What follows belongs to an exercise in optimizing a design on an open flow for small area, a short achievable clock period and few clock cycles per item; a production flow would make more cautious choices.
Where RTL was checked, it was by simulation tests only, not by an equivalence proof against the original.

lagoon:
// chard_lane
module chard_lane (
    input  wire        clk,
    input  wire        rst,
    input  wire        cmd_valid,
    output wire        cmd_ready,
    input  wire        cmd_slot,       
    input  wire [63:0] cmd_seed,
    input  wire [63:0] cmd_index,      
    input  wire [15:0] cmd_epoch,      
    input  wire [9:0]  cmd_stream,     
    input  wire [15:0] cmd_op,         
    input  wire [63:0] cmd_pos,        
    input  wire [15:0] cmd_count,      
    output wire        out_valid,
    input  wire        out_ready,
    output wire [31:0] out_word,
    output wire [63:0] out_hash,       
    output wire        out_last,       
    output wire        out_wrap,       
    output wire        tbl_en,
    output wire [9:0]  tbl_addr_a,
    output wire [9:0]  tbl_addr_b,
    input  wire [31:0] tbl_data_a,
    input  wire [31:0] tbl_data_b
);
    localparam RPS = 1;                
    localparam NS  = 8 / RPS;          
    localparam J5  = 5 / RPS;          
    localparam [31:0] K6 = 32'h9E37_79B9;
    localparam [31:0] K7 = 32'h7F4A_7C15;
    wire adv = out_ready | ~out_valid;
    reg         pending;               
    reg         ready_r;               
    reg         g_busy;
    reg         g_slot;
    reg         g_first;
    reg  [63:0] g_pos;
    reg  [15:0] g_left;
    wire keys_in;
    assign cmd_ready = ready_r | keys_in;
    wire g_last  = (g_left == 16'd1);
    wire g_wrap  = g_slot & ~g_first & (g_pos[47:0] == 48'd0);
    wire [63:0] g_next_pos = g_slot ? {g_pos[63:48], g_pos[47:0] + 48'd1}
                                    : g_pos + 64'd1;
    wire take    = cmd_valid & cmd_ready;
    wire abort   = pending & ~cmd_valid;             
  ...
Size in the first run: about 5200 cells after synthesis, ~970 flip-flops, about 440 I/O pins.
export LEC_CHECK = 0
export CAP_MARGIN = 30
export CORE_MARGIN = 2
export CORE_UTILIZATION = 40
export CTS_CLUSTER_DIAMETER = 80
export CTS_CLUSTER_SIZE = 20
export SETUP_SLACK_MARGIN = 2.3
export SLEW_MARGIN = 30
create_clock -name core_clock -period 5.0 [get_ports {clk}]
standard.sh (not shown) runs the stock make flow with config.mk's settings and CLKGATE_MAP_FILE= SYNTH_SCRIPT=/design/flow/synth_recipe.tcl, a recipe that flattens the netlist after the stock synthesis.
==> flow/flow/run.sh <==
#!/bin/bash
# The standard layout (standard.sh), with two synthesis changes that touch
# only the combinational mapping (registers are mapped exactly as in the
# standard synthesis, before either step):
#  - abc maps with a delay target (flow/abc_speed.script) in place of the
#    stock speed script;
#  - no full/half-adder extraction (ADDER_MAP_FILE empty), so abc sees the
#    adders as plain logic.
# Everything else is ORFS's own scripts, unchanged.
set -euo pipefail
here=$(pwd)
rm -rf "$here/scripts"
cp -r "$FLOW_HOME/scripts" "$here/scripts"
cp "$here/flow/abc_speed.script" "$here/scripts/abc_speed.script"
export SCRIPTS_DIR="$here/scripts"
export ADDER_MAP_FILE=
export BUFFER_PORTS_ARGS="-buffer_cell sky130_fd_sc_hd__buf_1"
bash "$here/standard.sh" > "$here/standard.log" 2>&1
==> flow/flow/abc_speed.script <==
strash
dch -f
map -D 1400
buffer -c
topo
stime -c
upsize -c
dnsize -c
### lagoon -> quartz
--- a/flow/design.v
+++ b/flow/design.v
@@ -29,40 +29,39 @@
     localparam [31:0] K6 = 32'h9E37_79B9;
     localparam [31:0] K7 = 32'h7F4A_7C15;
     wire adv = out_ready | ~out_valid;
     reg         pending;               
     reg         ready_r;               
     reg         g_busy;
     reg         g_slot;
     reg         g_first;
     reg  [63:0] g_pos;
     reg  [15:0] g_left;
-    wire keys_in;
-    assign cmd_ready = ready_r | keys_in;
+    assign cmd_ready = ready_r;
     wire g_last  = (g_left == 16'd1);
     wire g_wrap  = g_slot & ~g_first & (g_pos[47:0] == 48'd0);
     wire [63:0] g_next_pos = g_slot ? {g_pos[63:48], g_pos[47:0] + 48'd1}
                                     : g_pos + 64'd1;
-    wire take    = cmd_valid & cmd_ready;
+    wire take    = cmd_valid & ready_r;
     wire abort   = pending & ~cmd_valid;             
     wire vacc    = cmd_valid & ~pending & (~g_busy | (adv & g_last));
     wire        v  [0:NS+2];           
     wire        f  [0:NS+2];           
     wire        sp [0:NS+2];           
     wire        l  [0:NS+2];           
     wire        w  [0:NS+2];           
     assign v[0]  = g_busy;
     assign f[0]  = g_first;
     assign sp[0] = pending;
     assign l[0]  = g_last;
     assign w[0]  = g_wrap;
-    assign keys_in = (J5 == 0) ? vacc : (adv & v[J5-1] & f[J5-1] & sp[J5-1]);
+    wire keys_in = (J5 == 0) ? vacc : (adv & v[J5-1] & f[J5-1] & sp[J5-1]);
     always @(posedge clk) begin
         if (rst) begin
             pending <= 1'b0;
             ready_r <= 1'b0;
             g_busy  <= 1'b0;
         end else begin
             if (take | abort) begin
                 pending <= 1'b0;
                 ready_r <= 1'b0;
             end else begin
Findings:
- Every run in the comparison, lagoon and quartz, completed the flow with a clean layout.
- In the tables for lagoon and quartz, final critical delay including setup and external delays reads higher with lagoon.
- Diff lagoon -> quartz | required time at the worst-slack endpoint | increase of 1.44 ns
- In terms of post-synthesis share of cell area spent on and, or, nand and nor gates, lagoon and quartz differ only marginally.
- lagoon and quartz ended up with nearly the same cell area after placement.
- In quartz the number of gates on the worst path with buffers counted turned out 7 higher than in lagoon.
- Length of routed wiring on met1 (quartz over lagoon): increase, 1300 um
- After detailed routing, lagoon needs less wire than quartz.
- quartz vs lagoon on number of buffers and inverters on the critical path: quartz is the lower one.
- In terms of register-to-register slack, lagoon and quartz differ only marginally.
Testbench counts of quartz, summed over its fixed seeds: cycles 24,293, items 23,934.
Only the layout flow was run in lagoon; the RTL was not checked for function there.

* * *

job 101:
The RTL this note starts from:
==> flow/design.v <==
module chard_lane (
    input  wire        clk,
    input  wire        rst,
    input  wire        cmd_valid,
    output wire        cmd_ready,
    input  wire        cmd_slot,       
    input  wire [63:0] cmd_seed,
    input  wire [63:0] cmd_index,      
    input  wire [15:0] cmd_epoch,      
    input  wire [9:0]  cmd_stream,     
    input  wire [15:0] cmd_op,         
    input  wire [63:0] cmd_pos,        
    input  wire [15:0] cmd_count,      
    output wire        out_valid,
    input  wire        out_ready,
    output wire [31:0] out_word,
    output wire [63:0] out_hash,       
    output wire        out_last,       
    output wire        out_wrap,       
    output wire        tbl_en,
    output wire [9:0]  tbl_addr_a,
    output wire [9:0]  tbl_addr_b,
    input  wire [31:0] tbl_data_a,
    input  wire [31:0] tbl_data_b
);
    localparam RPS = 1;                
    localparam NS  = 8 / RPS;          
    localparam J5  = 5 / RPS;          
    localparam [31:0] K6 = 32'h9E37_79B9;
    localparam [31:0] K7 = 32'h7F4A_7C15;
    wire adv = out_ready | ~out_valid;
    reg         pending;               
    reg         ready_r;               
    reg         g_busy;
    reg         g_slot;
    reg         g_first;
    reg  [63:0] g_pos;
    reg  [15:0] g_left;
    assign cmd_ready = ready_r;
    wire g_last  = (g_left == 16'd1);
    wire g_wrap  = g_slot & ~g_first & (g_pos[47:0] == 48'd0);
    wire [63:0] g_next_pos = g_slot ? {g_pos[63:48], g_pos[47:0] + 48'd1}
                                    : g_pos + 64'd1;
    wire take    = cmd_valid & ready_r;
    wire abort   = pending & ~cmd_valid;             
    wire vacc    = cmd_valid & ~pending & (~g_busy | (adv & g_last));
    wire        v  [0:NS+2];           
    wire        f  [0:NS+2];           
    wire        sp [0:NS+2];           
    wire        l  [0:NS+2];           
    wire        w  [0:NS+2];           
    assign v[0]  = g_busy;
    assign f[0]  = g_first;
    assign sp[0] = pending;
    assign l[0]  = g_last;
    assign w[0]  = g_wrap;
    wire keys_in = (J5 == 0) ? vacc : (adv & v[J5-1] & f[J5-1] & sp[J5-1]);
    always @(posedge clk) begin
        if (rst) begin
            pending <= 1'b0;
            ready_r <= 1'b0;
            g_busy  <= 1'b0;
        end else begin
            if (take | abort) begin
                pending <= 1'b0;
                ready_r <= 1'b0;
            end else begin
                if (vacc)
                    pending <= 1'b1;
                if (keys_in)
                    ready_r <= 1'b1;
            end
            if (abort)
                g_busy <= 1'b0;
            else if (vacc)
                g_busy <= 1'b1;
            else if (g_busy & adv & g_last)
                g_busy <= 1'b0;
        end
    end
    wire g_load = ~g_busy | g_last;
    always @(posedge clk) begin
        if (~g_busy | adv) begin
            g_slot  <= g_load ? cmd_slot : g_slot;
            g_first <= g_load;
            g_pos   <= g_load ? cmd_pos : g_next_pos;
            g_left  <= g_load ? cmd_count : g_left - 16'd1;
        end
    end
    reg  [31:0] kb0, kb1, kb2, kb3;
    reg  [25:0] kb4;                   
    reg  [15:0] kb5;                   
    reg         kb5s;                  
    wire [31:0] k4 = {kb4[25:10], 6'd0, kb4[9:0]};
    wire [31:0] k5 = {6'd0, kb5s, ~kb5s, 8'h00, kb5};
    function kload;
        input integer i;
        begin
            if (i / RPS == 0) kload = ~g_busy | (adv & g_last);
            else kload = adv & v[i/RPS-1] & f[i/RPS-1] & sp[i/RPS-1];
        end
    endfunction
    always @(posedge clk) begin
        if (kload(0)) kb0 <= cmd_seed[31:0];
        if (kload(1)) kb1 <= cmd_seed[63:32];
        if (kload(2)) kb2 <= cmd_slot ? 32'd0 : cmd_index[31:0];
        if (kload(3)) kb3 <= cmd_slot ? 32'd0 : cmd_index[63:32];
        if (kload(4)) kb4 <= cmd_slot ? 26'd0 : {cmd_epoch, cmd_stream};
        if (kload(5)) begin
            kb5  <= cmd_slot ? 16'd0 : cmd_op;
            kb5s <= cmd_slot;
        end
    end
    function [31:0] key_of;
        input integer i;
        begin
            case (i)
                0: key_of = kb0;
                1: key_of = kb1;
                2: key_of = kb2;
                3: key_of = kb3;
                4: key_of = k4;
                5: key_of = k5;
                6: key_of = K6;
                default: key_of = K7;
            endcase
        end
    endfunction
    function [31:0] add32;
        input [31:0] x, y;
        reg   [31:0] p, g, pp, gg;
        integer i, d;
        begin
            p  = x ^ y;
            g  = x & y;
            pp = p;
            gg = g;
            for (d = 1; d < 32; d = d * 2)
                for (i = 2 * d - 1; i < 32; i = i + 2 * d) begin
                    gg[i] = gg[i] | (pp[i] & gg[i-d]);
                    pp[i] = pp[i] & pp[i-d];
                end
            for (d = 8; d >= 1; d = d / 2)
                for (i = 3 * d - 1; i < 32; i = i + 2 * d) begin
                    gg[i] = gg[i] | (pp[i] & gg[i-d]);
                    pp[i] = pp[i] & pp[i-d];
                end
            add32 = p ^ {gg[30:0], 1'b0};
        end
    endfunction
    function [63:0] round;
        input [31:0] a, b, k;
        reg   [31:0] s;
        begin
            s     = add32({a[7:0], a[31:8]}, b);
            round = {s ^ k, s ^ ({b[28:0], b[31:29]} ^ k)};
        end
    endfunction
    wire [31:0] sa [0:NS];             
    wire [31:0] sb [0:NS];
    assign sa[0] = g_pos[63:32];
    assign sb[0] = g_pos[31:0];
    genvar gs, gr;
    generate
        for (gs = 1; gs <= NS; gs = gs + 1) begin : st
            reg  [31:0] ra, rb;
            reg         rv, rf, rsp, rl, rw;
            wire [63:0] h [0:RPS];
            assign h[0] = {sa[gs-1], sb[gs-1]};
            for (gr = 0; gr < RPS; gr = gr + 1) begin : rn
                assign h[gr+1] = round(h[gr][63:32], h[gr][31:0],
                                       key_of((gs - 1) * RPS + gr));
            end
            always @(posedge clk) begin
                if (rst)
                    rv <= 1'b0;
                else if (adv)          
                    rv <= v[gs-1] & ~(abort & sp[gs-1]);
                else if (abort & rsp)
                    rv <= 1'b0;
                if (take)
                    rsp <= 1'b0;
                else if (adv)
                    rsp <= sp[gs-1];
            end
            always @(posedge clk)
                if (adv) begin
                    ra <= h[RPS][63:32];
                    rb <= h[RPS][31:0];
                    rf <= f[gs-1];
                    rl <= l[gs-1];
                    rw <= w[gs-1];
                end
            assign sa[gs] = ra;
            assign sb[gs] = rb;
            assign v[gs]  = rv;
            assign f[gs]  = rf;
            assign sp[gs] = rsp;
            assign l[gs]  = rl;
            assign w[gs]  = rw;
        end
    endgenerate
    reg  [31:0] t_a, t_b;
    reg  [31:0] o_word;
    reg  [63:0] o_hash;
    reg         t_v, t_l, t_w, o_v, o_l, o_w;
    assign tbl_en     = adv & v[NS];
    assign tbl_addr_a = sb[NS][9:0];
    assign tbl_addr_b = sb[NS][19:10];
    wire [63:0] tb_dbl = {tbl_data_b, tbl_data_b} << t_b[24:20];
    always @(posedge clk) begin
        if (rst) begin
            t_v <= 1'b0;
            o_v <= 1'b0;
        end else if (adv) begin
            t_v <= v[NS];
            o_v <= t_v;
        end
    end
    always @(posedge clk)
        if (adv) begin
            t_a    <= sa[NS];
            t_b    <= sb[NS];
            t_l    <= l[NS];
            t_w    <= w[NS];
            o_word <= tbl_data_a ^ tb_dbl[63:32] ^ t_a;
            o_hash <= {t_a, t_b};
            o_l    <= t_l;
            o_w    <= t_w;
        end
    assign out_valid = o_v;
    assign out_word  = o_word;
    assign out_hash  = o_hash;
    assign out_last  = o_l;
    assign out_wrap  = o_w;
endmodule
clock: 5.0 ns
lec_check: 0
cap_margin: 30
core_margin: 2
core_utilization: 40
setup_slack_margin: 2.3
slew_margin: 30
Scripts as last shown in full above: flow/flow/run.sh, flow/flow/abc_speed.script
Testbench counts of job 101, summed over its fixed seeds: cycles 24,293, items 23,934.
### job 101 -> job 102
--- a/flow/design.v
+++ b/flow/design.v
@@ -78,13 +78,16 @@
                 g_busy <= 1'b0;
         end
     end
-    wire g_load = ~g_busy | g_last;
-    always @(posedge clk) begin
-        if (~g_busy | adv) begin
-            g_slot  <= g_load ? cmd_slot : g_slot;
-            g_first <= g_load;
-            g_pos   <= g_load ? cmd_pos : g_next_pos;
-            g_left  <= g_load ? cmd_count : g_left - 16'd1;
+    always @(posedge clk) begin
+        if (vacc) begin
+            g_slot  <= cmd_slot;
+            g_first <= 1'b1;
+            g_pos   <= cmd_pos;
+            g_left  <= cmd_count;
+        end else if (g_busy & adv) begin
+            g_first <= 1'b0;
+            g_pos   <= g_next_pos;
+            g_left  <= g_left - 16'd1;
         end
     end
     reg  [31:0] kb0, kb1, kb2, kb3;
@@ -96,7 +99,7 @@
     function kload;
         input integer i;
         begin
-            if (i / RPS == 0) kload = ~g_busy | (adv & g_last);
+            if (i / RPS == 0) kload = vacc;
             else kload = adv & v[i/RPS-1] & f[i/RPS-1] & sp[i/RPS-1];
         end
     endfunction
@@ -126,33 +129,11 @@
             endcase
         end
     endfunction
-    function [31:0] add32;
-        input [31:0] x, y;
-        reg   [31:0] p, g, pp, gg;
-        integer i, d;
-        begin
-            p  = x ^ y;
-            g  = x & y;
-            pp = p;
-            gg = g;
-            for (d = 1; d < 32; d = d * 2)
-                for (i = 2 * d - 1; i < 32; i = i + 2 * d) begin
-                    gg[i] = gg[i] | (pp[i] & gg[i-d]);
-                    pp[i] = pp[i] & pp[i-d];
-                end
-            for (d = 8; d >= 1; d = d / 2)
-                for (i = 3 * d - 1; i < 32; i = i + 2 * d) begin
-                    gg[i] = gg[i] | (pp[i] & gg[i-d]);
-                    pp[i] = pp[i] & pp[i-d];
-                end
-            add32 = p ^ {gg[30:0], 1'b0};
-        end
-    endfunction
     function [63:0] round;
         input [31:0] a, b, k;
         reg   [31:0] s;
         begin
-            s     = add32({a[7:0], a[31:8]}, b);
+            s     = {a[7:0], a[31:8]} + b;
             round = {s ^ k, s ^ ({b[28:0], b[31:29]} ^ k)};
         end
     endfunction
[summary]
Job 102: all stages complete, timing, DRC and antenna checks passed
Looking at fraction of layout instances using a drive strength above 1 across job 102 and job 101, the one that comes out lower is job 102.
Against job 101, job 102 comes in 2.2 points lower on sequential share of layout area.
Of job 102 and job 101, job 102 shows the higher overall die height, with job 101 below it.
From job 101 to job 102 the numbers moved as follows: number of multi-input logic gates picked up an extra 717; number of optimization iterations in the first detailed-route pass increased by 3 relative to the old numbers.
Summary of job 102 over job 101: routing usage on met2 went up, placeable core region rose by 6.2%.
For the horizontal extent of the die, job 102 came in about 3% higher than job 101 did.
| number of non-clock inverters | lower: job 101 |
Min worst hold slack across job 102 and job 101: job 101
When job 102 is measured against job 101, its number of cells on the critical path turns out 2 higher.
Number of antenna diodes on job 102 is down relative to job 101.
Post-synthesis instance total (job 102 over job 101): increase, about 15%
Testbench counts of job 102, summed over its fixed seeds: cycles 24,293, items 23,934.

[re-timing with driven ports]
The flow's constraints put no driver on any port. The routed layouts listed below were extracted and timed again, unchanged, in two steps. Step 1, drivers: a clkbuf_16 drives clk and a buf_2 each remaining input, both assumed. Step 2 also shifts input and output timing later by t, the mid clock arrival at the registers, as if the neighbouring blocks saw the same clock. Slacks: ideal / step 1 / step 2; pairs: ideal / step 1.
| run | t (ns) | slack for setup (ns) | worst setup path at the end | worst slew at a driven data input, ns | pins driven straight from the clock port |
|---|---|---|---|---|---|
| lagoon | 0.738 | 2.159 / 2.119 / 1.610 | input to register | 0.14 | 1 |
| quartz | 0.748 | 2.217 / 2.217 / 1.682 | input to register | 0.16 | 1 |
| job 101 | 0.796 | 2.276 / 2.270 / 1.580 | input to register | 0.16 | 1 |
| job 102 | 0.803 | 2.308 / 2.280 / 1.604 | input to register | 0.14 | 1 |
After both steps setup and hold are still met in every run listed. The setup slack of job 102, which loses most, moves by -0.028 ns with the drivers and by -0.704 ns with both steps.
